What follows belongs to an exercise in optimizing a design on an open flow for small area, a short achievable clock period and few clock cycles; a production flow would make more cautious choices.
Where RTL was checked, it was by simulation tests only, not by an equivalence proof against the original.
Power figures rest on the tool's default switching activity, not on a simulated workload.

job 103:
==> flow/design.v <==
module merge_buf (
    input  wire        clk,
    input  wire        rst,           
    input  wire        req_valid,
    output reg         req_ready,
    input  wire [1:0]  req_op,        
    input  wire [15:0] req_addr,      
    input  wire [63:0] req_wdata,
    input  wire [7:0]  req_wmask,     
    input  wire [7:0]  req_wpar,      
    output reg         rsp_valid,
    output reg  [63:0] rsp_data,
    output reg         rsp_poison,
    output reg         rsp_sbe,
    output reg         mem_en,
    output reg         mem_we,
    output reg  [15:0] mem_addr,
    output wire [71:0] mem_wdata,
    input  wire        mem_gnt,       
    input  wire [71:0] mem_rdata
);
    localparam [1:0] OP_WRITE   = 2'd0;
    localparam [1:0] OP_READ    = 2'd1;
    localparam [1:0] OP_BARRIER = 2'd2;
    localparam [511:0] HCOL = 512'hf8c73e3d3b372f1fe0d0c8c4c2c1b0a8a4a2a1989492918c8a898685837068646261585452514c4a49464543383432312c2a292625231c1a191615130e0d0b07;
    localparam [7:0] POISON_MASK = 8'h03;
    function [7:0] check_bits(input [63:0] d);
        integer i;
        begin
            check_bits = 8'h00;
            for (i = 0; i < 64; i = i + 1)
                if (d[i])
                    check_bits = check_bits ^ HCOL[8*i +: 8];
        end
    endfunction
    function [65:0] decode(input [71:0] cw);
        reg [7:0]  syn;
        reg [63:0] d;
        reg        sbe;
        integer i;
        begin
            syn = check_bits(cw[63:0]) ^ cw[71:64];
            d   = cw[63:0];
            sbe = 1'b0;
            for (i = 0; i < 64; i = i + 1)
                if (syn == HCOL[8*i +: 8]) begin
                    d[i] = ~d[i];
                    sbe  = 1'b1;
                end
            for (i = 0; i < 8; i = i + 1)
                if (syn == (8'h01 << i))
                    sbe = 1'b1;
            decode = {(syn != 8'h00) && !sbe, sbe, d};
        end
    endfunction
    function par_err(input [63:0] d, input [7:0] m, input [7:0] p);
        integer b;
        begin
            par_err = 1'b0;
            for (b = 0; b < 8; b = b + 1)
                if (m[b] && ((^d[8*b +: 8]) == p[b]))
                    par_err = 1'b1;
        end
    endfunction
    reg        e_valid;
    reg [15:0] e_addr;
    reg [63:0] e_data;
    reg [7:0]  e_mask;      
    reg        e_dirty;     
    reg        e_pois;      
    reg        ld_ent;      
    reg        ld_rsp;      
    reg        ld_mrg;      
    wire e_full = &e_mask;
    wire hit    = e_valid && (e_addr == req_addr);
    assign mem_wdata = {check_bits(e_data) ^ (e_pois ? POISON_MASK : 8'h00), e_data};
    wire [65:0] rd_dec  = decode(mem_rdata);
    wire [63:0] rd_corr = rd_dec[63:0];
    wire        rd_sbe  = rd_dec[64];
    wire        rd_ded  = rd_dec[65];
    wire is_wr  = req_valid && (req_op == OP_WRITE);
    wire is_rd  = req_valid && (req_op == OP_READ);
    wire is_bar = req_valid && (req_op == OP_BARRIER);
    wire wperr  = par_err(req_wdata, req_wmask, req_wpar);
    wire evict = e_dirty && !ld_ent && !is_rd;
    always @(*) begin
        mem_en   = is_rd || evict;
        mem_we   = !is_rd && e_full;
        mem_addr = is_rd ? req_addr : e_addr;
    end
    wire wb_now   = evict && e_full && mem_gnt;     
    wire fill_now = evict && !e_full && mem_gnt;    
    wire acc_rd     = is_rd && mem_gnt;
    wire acc_wr_hit = is_wr && hit;
    wire acc_wr_new = is_wr && !hit && (!e_dirty || wb_now);
    wire acc_bar    = is_bar && (!e_dirty || wb_now);
    always @(*) req_ready = acc_rd | acc_wr_hit | acc_wr_new | acc_bar;
    integer b;
    always @(posedge clk) begin
        ld_mrg <= hit;
        for (b = 0; b < 8; b = b + 1)
            rsp_data[8*b +: 8] <= (ld_mrg && e_mask[b]) ? e_data[8*b +: 8]
                                                         : rd_corr[8*b +: 8];
        rsp_poison <= (ld_mrg && e_pois) || (rd_ded && !(ld_mrg && e_full));
        rsp_sbe    <= rd_sbe && !ld_mrg;
    end
    always @(posedge clk) begin
        if (rst) begin
            e_valid   <= 1'b0;
            e_dirty   <= 1'b0;
            ld_ent    <= 1'b0;
            ld_rsp    <= 1'b0;
            rsp_valid <= 1'b0;
        end else begin
            ld_ent    <= fill_now;
            ld_rsp    <= acc_rd;
            rsp_valid <= ld_rsp;
            if (wb_now)
                e_dirty <= 1'b0;
            if (ld_ent) begin
                for (b = 0; b < 8; b = b + 1)
                    if (!e_mask[b])
                        e_data[8*b +: 8] <= rd_corr[8*b +: 8];
                e_mask <= 8'hff;
                if (rd_ded)
                    e_pois <= 1'b1;
            end
            if (acc_wr_hit) begin
                for (b = 0; b < 8; b = b + 1)
                    if (req_wmask[b])
                        e_data[8*b +: 8] <= req_wdata[8*b +: 8];
                if (!ld_ent)
                    e_mask <= e_mask | req_wmask;
                e_dirty <= 1'b1;
                if (&req_wmask)
                    e_pois <= wperr;
                else if (wperr)
                    e_pois <= 1'b1;
            end
            if (acc_wr_new) begin
                e_valid <= 1'b1;
                e_addr  <= req_addr;
                e_data  <= req_wdata;
                e_mask  <= req_wmask;
                e_dirty <= 1'b1;
                e_pois  <= wperr;
            end
        end
    end
endmodule
clock: 13.0 ns
lec_check: 0
cap_margin: 20
core_margin: 2
core_utilization: 25
slew_margin: 20
run.sh (not shown) runs the stock make flow with config.mk's settings and CLKGATE_MAP_FILE= SYNTH_SCRIPT=/design/flow/synth_recipe.tcl, a recipe that flattens the netlist after the stock synthesis.
Job 103 | status: complete | timing, DRC, antenna: pass
Testbench counts of job 103, summed over its fixed seeds: cycles 133,040.
## Diff of input files: job 105 against job 103
-- flow/design.v --
<<< job 103, line 69
    reg        e_dirty;     
    reg        e_pois;      
    reg        ld_ent;      
    reg        ld_rsp;      
    reg        ld_mrg;      
    wire e_full = &e_mask;
    wire hit    = e_valid && (e_addr == req_addr);
>>> job 105, line 69
    reg        e_dirty;     
    reg        e_pois;      
    reg        e_sbe;       
    reg        ld_ent;      
    reg        ld_rsp;      
    reg        ld_mrg;      
    reg        rsp_pend;    
    wire e_full = &e_mask;
    wire hit    = e_valid && (e_addr == req_addr);
<<< job 103, line 91
    wire wb_now   = evict && e_full && mem_gnt;     
    wire fill_now = evict && !e_full && mem_gnt;    
    wire acc_rd     = is_rd && mem_gnt;
    wire acc_wr_hit = is_wr && hit;
    wire acc_wr_new = is_wr && !hit && (!e_dirty || wb_now);
    wire acc_bar    = is_bar && (!e_dirty || wb_now);
    always @(*) req_ready = acc_rd | acc_wr_hit | acc_wr_new | acc_bar;
    integer b;
    always @(posedge clk) begin
        ld_mrg <= hit;
        for (b = 0; b < 8; b = b + 1)
            rsp_data[8*b +: 8] <= (ld_mrg && e_mask[b]) ? e_data[8*b +: 8]
                                                         : rd_corr[8*b +: 8];
        rsp_poison <= (ld_mrg && e_pois) || (rd_ded && !(ld_mrg && e_full));
        rsp_sbe    <= rd_sbe && !ld_mrg;
    end
    always @(posedge clk) begin
        if (rst) begin
>>> job 105, line 93
    wire wb_now   = evict && e_full && mem_gnt;     
    wire fill_now = evict && !e_full && mem_gnt;    
    wire acc_rd_hit = is_rd && hit && e_full;
    wire acc_rd_mem = is_rd && !acc_rd_hit && mem_gnt;
    wire acc_wr_hit = is_wr && hit;
    wire acc_wr_new = is_wr && !hit && (!e_dirty || wb_now);
    wire acc_bar    = is_bar && (!e_dirty || wb_now);
    wire rd_alloc   = acc_rd_mem && !e_dirty && !hit;
    always @(*) req_ready = acc_rd_hit | acc_rd_mem | acc_wr_hit | acc_wr_new | acc_bar;
    integer b;
    always @(posedge clk) begin
        if (rst) begin
<<< job 103, line 111
            ld_ent    <= 1'b0;
            ld_rsp    <= 1'b0;
            rsp_valid <= 1'b0;
        end else begin
            ld_ent    <= fill_now;
            ld_rsp    <= acc_rd;
            rsp_valid <= ld_rsp;
            if (wb_now)
                e_dirty <= 1'b0;
>>> job 105, line 107
            ld_ent    <= 1'b0;
            ld_rsp    <= 1'b0;
            rsp_pend  <= 1'b0;
            rsp_valid <= 1'b0;
        end else begin
            ld_ent    <= fill_now || rd_alloc;
            ld_rsp    <= acc_rd_mem;
            ld_mrg    <= hit;
            rsp_pend  <= acc_rd_hit;
            rsp_valid <= rsp_pend || ld_rsp;
            if (rsp_pend) begin
                rsp_data   <= e_data;
                rsp_poison <= e_pois;
                rsp_sbe    <= e_sbe;
            end else begin
                for (b = 0; b < 8; b = b + 1)
                    rsp_data[8*b +: 8] <= (ld_mrg && e_mask[b]) ? e_data[8*b +: 8]
                                                                 : rd_corr[8*b +: 8];
                rsp_poison <= (ld_mrg && e_full) ? e_pois : (rd_ded || ld_mrg && e_pois);
                rsp_sbe    <= (ld_mrg && e_full) ? e_sbe  : (rd_sbe && !(ld_mrg && e_dirty));
            end
            if (wb_now)
                e_dirty <= 1'b0;
<<< job 103, line 125
                if (rd_ded)
                    e_pois <= 1'b1;
            end
            if (acc_wr_hit) begin
>>> job 105, line 135
                if (rd_ded)
                    e_pois <= 1'b1;
                e_sbe <= rd_sbe && !e_dirty;
            end
            if (acc_wr_hit) begin
<<< job 103, line 133
                    e_mask <= e_mask | req_wmask;
                e_dirty <= 1'b1;
                if (&req_wmask)
                    e_pois <= wperr;
>>> job 105, line 144
                    e_mask <= e_mask | req_wmask;
                e_dirty <= 1'b1;
                e_sbe   <= 1'b0;
                if (&req_wmask)
                    e_pois <= wperr;
<<< job 103, line 144
                e_mask  <= req_wmask;
                e_dirty <= 1'b1;
                e_pois  <= wperr;
            end
        end
>>> job 105, line 156
                e_mask  <= req_wmask;
                e_dirty <= 1'b1;
                e_sbe   <= 1'b0;
                e_pois  <= wperr;
            end
            if (rd_alloc) begin
                e_valid <= 1'b1;
                e_addr  <= req_addr;
                e_mask  <= 8'h00;
                e_pois  <= 1'b0;
            end
        end
[summary]
Job 105 — least setup slack across all paths after layout 0.21 ns lower, job 103 as reference. Global-route track usage on met3 (lower): job 105. Delta (job 105 minus job 103): standard-cell row count has increased, largest stage delay on the critical path lower, critical path depth in cells climbed 3, switching power moved down, final area increased by about 4% relative to the old numbers. In the reports for job 103 and job 105, the smaller register area share after synthesis belongs to job 103. When job 105 is measured against job 103, its first-pass GRT wire length turns out 4.4% higher. The faster design of the two is job 103; job 105 tops out lower. When job 105 is set beside job 103, its initial antenna violation count turns out to be 4 smaller. Re proportion of layout cells with a drive suffix above 1: job 105 is 3.6 points down on job 103.
The RTL of job 105 was laid out without a check of its function.

==> separate check: timing with driven ports <==
No port has a modelled driver above. Below, the same layouts with a new extraction and two added sets of constraints.
Step 1 sets driving cells, clkbuf_16 on the clock port and buf_2 on the other inputs (assumed; they add their load-dependent delay and slew).
Step 2 also shifts input and output timing later by t, the mid clock arrival at the registers, as if the neighbouring blocks saw the same clock.
Three values: ideal, step 1, step 2; two values: the first two.
run | t, ns | setup slack, ns | worst hold slack (ns)
job 103 | 0.522 | 5.287 / 5.267 / 5.267 | 0.447 / 0.447 / 0.447
job 105 | 0.516 | 5.075 / 5.027 / 5.027 | 0.448 / 0.448 / 0.448
After both steps every run listed still meets setup and hold. For job 105, which loses most, drivers alone change the setup slack by -0.048 ns; drivers and shift together by -0.048 ns.
